Context: an optimization exercise on an open-source flow, tuned for small area. The choices shown serve that exercise and are no tape-out recipe.
In this exercise RTL edits were held to simulation tests only and were not proved equivalent to the original.
Power and IR drop assume default switching activity.

Design pc_decim, start of the top module:
module pc_decim (
    input  wire         clk,
    input  wire         rst,
    input  wire         cfg_we,
    input  wire [1:0]   cfg_ch,
    input  wire [31:0]  cfg_data,
    input  wire         mod_tick,
    input  wire [3:0]   mod_bits,
    output wire [3:0]   pc_valid,
    output wire [3:0]   pc_settled,
    output wire [127:0] pc_word
);
export LEC_CHECK = 0
export ABC_AREA = 1
export CAP_MARGIN = 20
export CORE_MARGIN = 2
export CORE_UTILIZATION = 50
export GPL_TIMING_DRIVEN = 0
export PLACE_DENSITY = 0.65
export SLEW_MARGIN = 20
create_clock -name core_clock -period 25.0 [get_ports {clk}]
standard.sh (not shown) runs the stock make flow with config.mk's settings and CLKGATE_MAP_FILE= SYNTH_SCRIPT=/design/flow/synth_recipe.tcl, a recipe that flattens the netlist after the stock synthesis.
==> flow/flow/run.sh <==
#!/bin/bash
# The standard layout (standard.sh), with these changes to how it is made:
#  - after the standard synthesis (bash standard.sh synth, unchanged), the
#    full adders' polarities are chosen again to need fewer inverters
#    (fapol.py), and the combinational logic between the flip-flops and
#    full adders is mapped again for area with ABC (remap.tcl, remap.abc);
#    the flip-flops keep their cells and names;
#  - clock tree synthesis adds no dummy loads and puts up to 16 flip-flops
#    within 70 um under each clkbuf_8 leaf buffer;
#  - every input and output port still gets its own buffer, a buf_1.
# Logs: make's output in synth.log and layout.log, fapol.py's in fapol.log,
# yosys's in remap.log; each ORFS step's log is under orfs/logs/.
set -euo pipefail
here=$(pwd)
res=$here/orfs/results/$FLOW_PLATFORM/pc_decim/base
bash standard.sh synth > synth.log 2>&1
cp $res/1_2_yosys.v $here/standard_1_2_yosys.v
python3 flow/fapol.py $here/standard_1_2_yosys.v $here/fapol.v > fapol.log 2>&1
export REMAP_LIB=$FLOW_HOME/platforms/sky130hd/lib/sky130_fd_sc_hd__tt_025C_1v80.lib
export REMAP_IN=$here/fapol.v
export REMAP_OUT=$here/remap.v
export REMAP_SCRIPT=$here/flow/remap.abc
export REMAP_KEEP="$(grep -oE 'sky130_fd_sc_hd__(df|edf|sdf|fa_|dl|conb)[a-z0-9_]*' $here/standard_1_2_yosys.v | sort -u | tr '\n' ' ')"
export REMAP_DONT_USE="$(make -s -C $FLOW_HOME DESIGN_CONFIG=$here/config.mk print-DONT_USE_CELLS 2>/dev/null | sed 's/^DONT_USE_CELLS: *//')"
yosys -c flow/remap.tcl > remap.log 2>&1
grep -q "sky130_fd_sc_hd__" remap.v
cp remap.v $res/1_2_yosys.v
rm -f $res/1_synth.odb $res/1_synth.sdc
export CTS_ARGS="-sink_clustering_enable -repair_clock_nets -dont_use_dummy_load -sink_clustering_size 16 -sink_clustering_max_diameter 70 -buf_list {sky130_fd_sc_hd__clkbuf_8}"
export REMOVE_ABC_BUFFERS=1
export BUFFER_PORTS_ARGS="-buffer_cell sky130_fd_sc_hd__buf_1"
bash standard.sh > layout.log 2>&1
Other scripts of this flow, unchanged in this note and not shown: flow/flow/fapol.py, flow/flow/remap.abc, flow/flow/remap.tcl
Rerun with:
--- a/flow/design.v
+++ b/flow/design.v
@@ -173,16 +173,14 @@
     wire        z3 = clr || o3;
     wire        z4 = clr || o4;
     wire [7:0]  o_g1 = clr ? 8'd0 : g1[7:0];
     wire [7:0]  o_g2 = clr ? 8'd0 : g2[7:0];
     wire [7:0]  o_g3 = z3  ? 8'd0 : g3[7:0];
     wire [7:0]  o_g4 = z4  ? 8'd0 : g4[7:0];
     wire [7:0]  o_dd = (clr || dump) ? 8'd0 : dd[7:0];
-    wire [7:0]  m_c3 = o3 ? 8'hff : nc3[7:0];
-    wire [7:0]  m_c4 = o4 ? 8'hff : nc4[7:0];
     wire        d0  = (dig == 3'd0);
     wire        d7  = (dig == 3'd7);
     wire        eqd = (dig == s[5:3]);
     wire        gtd = (dig > s[5:3]);
     reg  [7:0]  one, ge;
     integer l;
     always @* begin
@@ -208,21 +206,23 @@
     pc_decim_add u_b3 (.a(o3 ? 8'd0 : ga3),   .b(a2 ? gb2 : 8'd0),  .ci(ci[7]), .s(gb3), .co(co[7]));
     pc_decim_add u_b4 (.a(o4 ? 8'd0 : ga4),   .b(a2 ? gb3 : 8'd0),  .ci(ci[8]), .s(gb4), .co(co[8]));
     pc_decim_add u_bd (.a(c1 ? 8'd0 : da),    .b(a2 ? gb4 : 8'd0),  .ci(ci[9]), .s(db),  .co(co[9]));
     wire [7:0]  dsum = c1 ? da : db;
     wire [7:0]  y1, y2, y3, y4;
     pc_decim_add u_y1 (.a(dsum), .b(nc1[7:0]), .ci(ci[10]), .s(y1), .co(co[10]));
     pc_decim_add u_y2 (.a(y1),   .b(nc2[7:0]), .ci(ci[11]), .s(y2), .co(co[11]));
-    pc_decim_add u_y3 (.a(y2),   .b(m_c3),     .ci(ci[12]), .s(y3), .co(co[12]));
-    pc_decim_add u_y4 (.a(y3),   .b(m_c4),     .ci(ci[13]), .s(y4), .co(co[13]));
+    pc_decim_add u_y3 (.a(y2),   .b(nc3[7:0]), .ci(ci[12]), .s(y3), .co(co[12]));
+    pc_decim_add u_y4 (.a(y3),   .b(nc4[7:0]), .ci(ci[13]), .s(y4), .co(co[13]));
     assign sd = y4;
-    wire [7:0]  w_c1 = cls ? ~dsum : (nc1[7:0] | {8{clr}});
-    wire [7:0]  w_c2 = cls ? ~y1   : (nc2[7:0] | {8{clr}});
-    wire [7:0]  w_c3 = cls ? ~y2   : (nc3[7:0] | {8{clr}});
-    wire [7:0]  w_c4 = cls ? ~y3   : (nc4[7:0] | {8{clr}});
+    wire        cls3 = cls && !o3;
+    wire        cls4 = cls && !o4;
+    wire [7:0]  w_c1 = cls  ? ~dsum : (nc1[7:0] | {8{clr}});
+    wire [7:0]  w_c2 = cls  ? ~y1   : (nc2[7:0] | {8{clr}});
+    wire [7:0]  w_c3 = cls3 ? ~y2   : (nc3[7:0] | {8{clr}});
+    wire [7:0]  w_c4 = cls4 ? ~y3   : (nc4[7:0] | {8{clr}});
     always @(posedge clk) begin
         cy  <= co;
         g1  <= {d7 ? n_ph[2:0]  : gb1[7:5], gb1[4:0], g1[63:8]};
         g2  <= {d7 ? n_ph[5:3]  : gb2[7:5], gb2[4:0], g2[63:8]};
         g3  <= {d7 ? n_ph[8:6]  : gb3[7:5], gb3[4:0], g3[63:8]};
         g4  <= {d7 ? n_ph[11:9] : gb4[7:5], gb4[4:0], g4[63:8]};
         dd  <= {d7 ? n_ns       : db[7:5],  db[4:0],  dd[63:8]};
Effect: The changed run completed with no timing, DRC or antenna violations. Wire length falls slightly. Register-to-register slack is worse by 0.02 ns. Design area decreases slightly. Cell count shrinks slightly. Combinational power came out lower by a quarter to a third. Via count hardly moves. Utilization is lower by 0.14 points. Worst hold slack gets better by 0.018 ns.

[static timing again, ports no longer ideal]
The results above use ideal ports. As a check the final layouts listed here were re-extracted and re-timed, cells and wires unchanged.
Step 1, drivers: a clkbuf_16 drives clk and a buf_2 each remaining input, both assumed.
Step 2 times the ports against the registers' clock, not the clock port: input delays grow and output delays shrink by t, the midpoint of the rising clock arrivals with the driver on.
Three values: ideal, step 1, step 2; two values: the first two.
run | shift t [ns] | slack for setup (ns) | worst register clock-pin slew, ns | cell pins on the clock port's net
the first run | 0.952 | 2.336 / 2.264 / 3.215 | 0.11 / 0.11 | 1
the second run | 0.957 | 2.563 / 2.490 / 3.447 | 0.11 / 0.11 | 1
After both steps setup and hold are still met in every run listed.
